This design comes from an exercise in tuning for small area, a short achievable clock period and few clock cycles per item on the open sky130 flow, not from production work. Function was checked by simulation only, so behaviour that the tests miss may differ from the original.

==> flow/design.v <==
module de_sha2_core (
    input  wire         clk,
    input  wire         rst,           
    input  wire         in_valid,
    output wire         in_ready,
    input  wire [31:0]  in_data,
    input  wire         in_last,       
    input  wire         in_mode,       
    output wire         out_valid,
    input  wire         out_ready,
    output wire [255:0] out_digest
);
    reg  [31:0]  w [0:15];         
    reg  [31:0]  a, b, c, d, e, f, g, hh;
    reg  [31:0]  h0, h1, h2, h3, h4, h5, h6, h7;    
    reg  [1:0]   q;                
    reg          run;              
    reg  [5:0]   t;                
    reg          fin_pend;         
    reg          op_fin;           
    reg          op_ivl;           
    reg          ah_ready;         
    reg  [4:0]   wj;               
    reg  [3:0]   gap;              
    reg          open;             
    reg          nxt_first, nxt_last, nxt_mode;    
    reg          cur_first, cur_last, cur_mode;    
    reg          ov;               
    reg          dig_mode;         
    integer i;
    reg [31:0] k_t;       
    always @(*) begin
        case (t)
            6'd0:  k_t = 32'h428a2f98; 6'd1:  k_t = 32'h71374491;
            6'd2:  k_t = 32'hb5c0fbcf; 6'd3:  k_t = 32'he9b5dba5;
            6'd4:  k_t = 32'h3956c25b; 6'd5:  k_t = 32'h59f111f1;
            6'd6:  k_t = 32'h923f82a4; 6'd7:  k_t = 32'hab1c5ed5;
            6'd8:  k_t = 32'hd807aa98; 6'd9:  k_t = 32'h12835b01;
            6'd10: k_t = 32'h243185be; 6'd11: k_t = 32'h550c7dc3;
            6'd12: k_t = 32'h72be5d74; 6'd13: k_t = 32'h80deb1fe;
            6'd14: k_t = 32'h9bdc06a7; 6'd15: k_t = 32'hc19bf174;
            6'd16: k_t = 32'he49b69c1; 6'd17: k_t = 32'hefbe4786;
            6'd18: k_t = 32'h0fc19dc6; 6'd19: k_t = 32'h240ca1cc;
            6'd20: k_t = 32'h2de92c6f; 6'd21: k_t = 32'h4a7484aa;
            6'd22: k_t = 32'h5cb0a9dc; 6'd23: k_t = 32'h76f988da;
            6'd24: k_t = 32'h983e5152; 6'd25: k_t = 32'ha831c66d;
            6'd26: k_t = 32'hb00327c8; 6'd27: k_t = 32'hbf597fc7;
            6'd28: k_t = 32'hc6e00bf3; 6'd29: k_t = 32'hd5a79147;
            6'd30: k_t = 32'h06ca6351; 6'd31: k_t = 32'h14292967;
            6'd32: k_t = 32'h27b70a85; 6'd33: k_t = 32'h2e1b2138;
            6'd34: k_t = 32'h4d2c6dfc; 6'd35: k_t = 32'h53380d13;
            6'd36: k_t = 32'h650a7354; 6'd37: k_t = 32'h766a0abb;
            6'd38: k_t = 32'h81c2c92e; 6'd39: k_t = 32'h92722c85;
            6'd40: k_t = 32'ha2bfe8a1; 6'd41: k_t = 32'ha81a664b;
            6'd42: k_t = 32'hc24b8b70; 6'd43: k_t = 32'hc76c51a3;
            6'd44: k_t = 32'hd192e819; 6'd45: k_t = 32'hd6990624;
            6'd46: k_t = 32'hf40e3585; 6'd47: k_t = 32'h106aa070;
            6'd48: k_t = 32'h19a4c116; 6'd49: k_t = 32'h1e376c08;
            6'd50: k_t = 32'h2748774c; 6'd51: k_t = 32'h34b0bcb5;
            6'd52: k_t = 32'h391c0cb3; 6'd53: k_t = 32'h4ed8aa4a;
            6'd54: k_t = 32'h5b9cca4f; 6'd55: k_t = 32'h682e6ff3;
            6'd56: k_t = 32'h748f82ee; 6'd57: k_t = 32'h78a5636f;
            6'd58: k_t = 32'h84c87814; 6'd59: k_t = 32'h8cc70208;
            6'd60: k_t = 32'h90befffa; 6'd61: k_t = 32'ha4506ceb;
            6'd62: k_t = 32'hbef9a3f7; default: k_t = 32'hc67178f2;
        endcase
    end
    function [31:0] iv_a;
        input m; input [1:0] p;
        case ({m, p})
            3'b000: iv_a = 32'ha54ff53a; 3'b001: iv_a = 32'h3c6ef372;
            3'b010: iv_a = 32'hbb67ae85; 3'b011: iv_a = 32'h6a09e667;
            3'b100: iv_a = 32'hf70e5939; 3'b101: iv_a = 32'h3070dd17;
            3'b110: iv_a = 32'h367cd507; default: iv_a = 32'hc1059ed8;
        endcase
    endfunction
    function [31:0] iv_e;
        input m; input [1:0] p;
        case ({m, p})
            3'b000: iv_e = 32'h5be0cd19; 3'b001: iv_e = 32'h1f83d9ab;
            3'b010: iv_e = 32'h9b05688c; 3'b011: iv_e = 32'h510e527f;
            3'b100: iv_e = 32'hbefa4fa4; 3'b101: iv_e = 32'h64f98fa7;
            3'b110: iv_e = 32'h68581511; default: iv_e = 32'hffc00b31;
        endcase
    endfunction
    function [31:0] fa_s;
        input [31:0] x, y, z;
        fa_s = x ^ y ^ z;
    endfunction
    function [31:0] fa_c;
        input [31:0] x, y, z;
        fa_c = {((x[30:0] & y[30:0]) | (x[30:0] & z[30:0]) | (y[30:0] & z[30:0])), 1'b0};
    endfunction
    wire [31:0] big_s0 = {a[1:0], a[31:2]} ^ {a[12:0], a[31:13]} ^ {a[21:0], a[31:22]};
    wire [31:0] big_s1 = {e[5:0], e[31:6]} ^ {e[10:0], e[31:11]} ^ {e[24:0], e[31:25]};
    wire [31:0] ch     = (e & f) ^ (~e & g);
    wire [31:0] maj    = (a & b) ^ (a & c) ^ (b & c);
    wire [31:0] z_s  = fa_s(hh, k_t, w[0]);
    wire [31:0] z_c  = fa_c(hh, k_t, w[0]);
    wire [31:0] m_s  = fa_s(big_s1, ch, z_s);
    wire [31:0] m_c  = fa_c(big_s1, ch, z_s);
    wire [31:0] n_s  = fa_s(big_s0, maj, z_c);
    wire [31:0] n_c  = fa_c(big_s0, maj, z_c);
    wire [31:0] a1_s = fa_s(m_s, m_c, n_s);
    wire [31:0] a1_c = fa_c(m_s, m_c, n_s);
    wire [31:0] pa   = fa_s(a1_s, a1_c, n_c);
    wire [31:0] qa   = fa_c(a1_s, a1_c, n_c);
    wire [31:0] e1_s = fa_s(m_s, m_c, z_c);
    wire [31:0] e1_c = fa_c(m_s, m_c, z_c);
    wire [31:0] pe   = fa_s(e1_s, e1_c, d);
    wire [31:0] qe   = fa_c(e1_s, e1_c, d);
    wire [31:0] w1  = w[1];
    wire [31:0] w14 = w[14];
    wire [31:0] sm_s0 = {w1[6:0], w1[31:7]} ^ {w1[17:0], w1[31:18]} ^ {3'b000, w1[31:3]};
    wire [31:0] sm_s1 = {w14[16:0], w14[31:17]} ^ {w14[18:0], w14[31:19]} ^ {10'b0, w14[31:10]};
    wire [31:0] u_s  = fa_s(sm_s0, w[9], w[0]);
    wire [31:0] u_c  = fa_c(sm_s0, w[9], w[0]);
    wire [31:0] w_next = fa_s(u_s, u_c, sm_s1) + fa_c(u_s, u_c, sm_s1);
    reg         sel_h;
    reg  [7:0]  iv_en;
    reg  [31:0] xa_iv, xe_iv;
    integer k;
    always @(*) begin
        xa_iv = 32'h0;
        xe_iv = 32'h0;
        for (k = 0; k < 8; k = k + 1) begin
            xa_iv = xa_iv | ({32{iv_en[k]}} & iv_a(k[2], k[1:0]));
            xe_iv = xe_iv | ({32{iv_en[k]}} & iv_e(k[2], k[1:0]));
        end
    end
    wire [31:0] xa = ({32{sel_h}} & h3) | xa_iv;
    wire [31:0] xe = ({32{sel_h}} & h7) | xe_iv;
    wire [31:0] ya = op_ivl ? 32'h0 : d;
    wire [31:0] ye = op_ivl ? 32'h0 : hh;
    wire [31:0] sum_a = (run ? pa : xa) + (run ? qa : ya);
    wire [31:0] sum_e = (run ? pe : xe) + (run ? qe : ye);
    wire win_free = !run || (t >= 6'd56) || (open && t >= 6'd52);
    assign in_ready  = (wj == 5'd0) ? (q == 2'd0 && win_free)
                                    : (wj != 5'd16 && gap == 4'd0);
    assign out_valid = ov;
    assign out_digest = {h0, h1, h2, h3, h4, h5, h6, dig_mode ? 32'h0 : h7};
    wire accept   = in_valid && in_ready;
    wire last_rnd = run && (t == 6'd63);
    wire win_end  = (q == 2'd3);
    wire run_n      = run && !last_rnd;
    wire fin_pend_n = (fin_pend && !(op_fin && win_end)) || last_rnd;
    wire ah_ready_n = ah_ready || (win_end && ((op_fin && !cur_last) || op_ivl));
    wire [4:0] wj_n = accept ? wj + 5'd1 : wj;
    wire gap_n0     = accept || (gap == 4'd15);
    wire go         = (wj_n == 5'd16) && gap_n0 && ah_ready_n && !fin_pend_n && !run_n;
    wire ov_n       = (ov && !out_ready) || (op_fin && win_end && cur_last);
    wire fin_next   = fin_pend_n && !ov_n;
    wire ah_free_n  = !run_n && !fin_pend_n && !go;
    wire ivl_next   = nxt_first && (wj != 5'd0) && !ah_ready_n && ah_free_n;
    wire [1:0] q_n        = rst ? 2'd0 : q + 2'd1;
    wire       op_fin_n   = !rst && (win_end ? fin_next : op_fin);
    wire       op_ivl_n   = !rst && (win_end ? ivl_next : op_ivl);
    wire       cur_first_n = !rst && (go ? nxt_first : cur_first);
    wire       cur_mode_n = !rst && (go ? nxt_mode : cur_mode);
    wire       nxt_mode_n = !rst && ((accept && wj == 5'd0 && !open) ? in_mode : nxt_mode);
    wire       sel_iv_n   = (op_fin_n && cur_first_n) || op_ivl_n;
    wire       iv_m_n     = op_ivl_n ? nxt_mode_n : cur_mode_n;
    always @(posedge clk) begin
        sel_h <= op_fin_n && !cur_first_n;
        for (k = 0; k < 8; k = k + 1)
            iv_en[k] <= sel_iv_n && (q_n == k[1:0]) && (iv_m_n == k[2]);
    end
    always @(posedge clk) begin
        if (rst) begin
            q        <= 2'd0;
            run      <= 1'b0;
            t        <= 6'd0;
            fin_pend <= 1'b0;
            op_fin   <= 1'b0;
            op_ivl   <= 1'b0;
            ah_ready <= 1'b0;
            wj       <= 5'd0;
            gap      <= 4'd0;
            open     <= 1'b0;
            nxt_first <= 1'b0;
            nxt_last <= 1'b0;
            nxt_mode <= 1'b0;
            cur_first <= 1'b0;
            cur_last <= 1'b0;
            cur_mode <= 1'b0;
            ov       <= 1'b0;
            dig_mode <= 1'b0;
        end else begin
            q <= q + 2'd1;
            gap <= accept ? 4'd0 : gap + 4'd1;
            if (accept) begin
                if (wj == 5'd0) begin
                    nxt_first <= !open;
                    if (!open) nxt_mode <= in_mode;
                    open <= 1'b1;
                end
                if (wj == 5'd15) begin
                    nxt_last <= in_last;
                    if (in_last) open <= 1'b0;
                end
            end
            fin_pend <= fin_pend_n;
            if (go) begin
                run       <= 1'b1;
                t         <= 6'd0;
                wj        <= 5'd0;
                ah_ready  <= 1'b0;
                cur_first <= nxt_first;
                cur_last  <= (wj == 5'd15) ? in_last : nxt_last;
                cur_mode  <= nxt_mode;
            end else begin
                run      <= run_n;
                t        <= t + 6'd1;
                wj       <= wj_n;
                ah_ready <= ah_ready_n;
            end
            if (win_end) begin
                op_fin <= fin_next;
                op_ivl <= ivl_next;
            end
            if (op_fin && win_end && cur_last) begin
                ov       <= 1'b1;
                dig_mode <= cur_mode;
            end else if (ov && out_ready) begin
                ov <= 1'b0;
            end
        end
    end
    always @(posedge clk) begin
        for (i = 0; i < 15; i = i + 1)
            w[i] <= w[i+1];
        if (accept)
            w[15] <= in_data;
        else if (run && t < 6'd48)
            w[15] <= w_next;
        else
            w[15] <= w[0];
        hh <= g;  g <= f;  f <= e;
        d  <= c;  c <= b;  b <= a;
        a <= sum_a;
        e <= sum_e;
        if (op_fin) begin
            h0 <= sum_a;  h1 <= h0;  h2 <= h1;  h3 <= h2;
            h4 <= sum_e;  h5 <= h4;  h6 <= h5;  h7 <= h6;
        end
    end
endmodule
Settings: LEC_CHECK=0, CAP_MARGIN=20, CORE_MARGIN=2, CORE_UTILIZATION=40, SLEW_MARGIN=20; clock period 10.0 ns.
run.sh (not shown) runs the stock make flow with config.mk's settings and CLKGATE_MAP_FILE= SYNTH_SCRIPT=/design/flow/synth_recipe.tcl, a recipe that flattens the netlist after the stock synthesis.
Testbench counts at the start, summed over its fixed seeds: cycles 66,376, blocks 952.
Rerun with:
--- a/flow/design.v
+++ b/flow/design.v
@@ -117,18 +117,9 @@
     wire [31:0] u_c  = fa_c(sm_s0, w[9], w[0]);
     wire [31:0] w_next = fa_s(u_s, u_c, sm_s1) + fa_c(u_s, u_c, sm_s1);
-    reg         sel_h;
-    reg  [7:0]  iv_en;
-    reg  [31:0] xa_iv, xe_iv;
-    integer k;
-    always @(*) begin
-        xa_iv = 32'h0;
-        xe_iv = 32'h0;
-        for (k = 0; k < 8; k = k + 1) begin
-            xa_iv = xa_iv | ({32{iv_en[k]}} & iv_a(k[2], k[1:0]));
-            xe_iv = xe_iv | ({32{iv_en[k]}} & iv_e(k[2], k[1:0]));
-        end
-    end
-    wire [31:0] xa = ({32{sel_h}} & h3) | xa_iv;
-    wire [31:0] xe = ({32{sel_h}} & h7) | xe_iv;
+    wire        sel_h  = op_fin && !cur_first;
+    wire        sel_iv = (op_fin && cur_first) || op_ivl;
+    wire        iv_m   = op_ivl ? nxt_mode : cur_mode;
+    wire [31:0] xa = sel_h ? h3 : (sel_iv ? iv_a(iv_m, q) : 32'h0);
+    wire [31:0] xe = sel_h ? h7 : (sel_iv ? iv_e(iv_m, q) : 32'h0);
     wire [31:0] ya = op_ivl ? 32'h0 : d;
     wire [31:0] ye = op_ivl ? 32'h0 : hh;
@@ -153,17 +144,4 @@
     wire ah_free_n  = !run_n && !fin_pend_n && !go;
     wire ivl_next   = nxt_first && (wj != 5'd0) && !ah_ready_n && ah_free_n;
-    wire [1:0] q_n        = rst ? 2'd0 : q + 2'd1;
-    wire       op_fin_n   = !rst && (win_end ? fin_next : op_fin);
-    wire       op_ivl_n   = !rst && (win_end ? ivl_next : op_ivl);
-    wire       cur_first_n = !rst && (go ? nxt_first : cur_first);
-    wire       cur_mode_n = !rst && (go ? nxt_mode : cur_mode);
-    wire       nxt_mode_n = !rst && ((accept && wj == 5'd0 && !open) ? in_mode : nxt_mode);
-    wire       sel_iv_n   = (op_fin_n && cur_first_n) || op_ivl_n;
-    wire       iv_m_n     = op_ivl_n ? nxt_mode_n : cur_mode_n;
-    always @(posedge clk) begin
-        sel_h <= op_fin_n && !cur_first_n;
-        for (k = 0; k < 8; k = k + 1)
-            iv_en[k] <= sel_iv_n && (q_n == k[1:0]) && (iv_m_n == k[2]);
-    end
     always @(posedge clk) begin
         if (rst) begin
Result:
- The new run finished clean
- wire length went up by 2.5%
- design area stays flat
- fmax went down by 13%
- setup slack loses 900 ps
- via count went up by 1.3%
- area after synthesis stays flat
- cell count went up by 0.85%
- die area is about the same
- clock-buffer cell count went down by 5
- sequential share of layout area went down by 0.30 points
Testbench counts after the change, summed over its fixed seeds: cycles 66,376, blocks 952.

## separate check: timing with driven ports
The flow's constraints put no driver on any port. The routed layouts listed below were extracted and timed again, unchanged, in two steps.
Step 1: set_driving_cell puts a clkbuf_16 on clk and a buf_2 on each other input, an assumption about the parent block.
Step 2, shift: input delay + t, output delay - t, t = (earliest + latest rising clock arrival at the registers) / 2. This alone moves slack from input paths to output paths.
Slacks: ideal ports / drivers / drivers and shift; pairs: ideal ports / drivers.
run	shift t [ns]	slack for setup (ns)	hold WS [ns]	latest minus earliest clock arrival (ns)
the first run	0.766	3.782 / 3.782 / 3.375	0.295 / 0.295 / 0.295	0.059 / 0.059
the second run	0.779	2.882 / 2.882 / 2.882	0.310 / 0.310 / 0.310	0.068 / 0.068
After both steps every run listed still meets setup and hold. The setup slack of the first run, which loses most, moves by 0.000 ns with the drivers and by -0.407 ns with both steps.
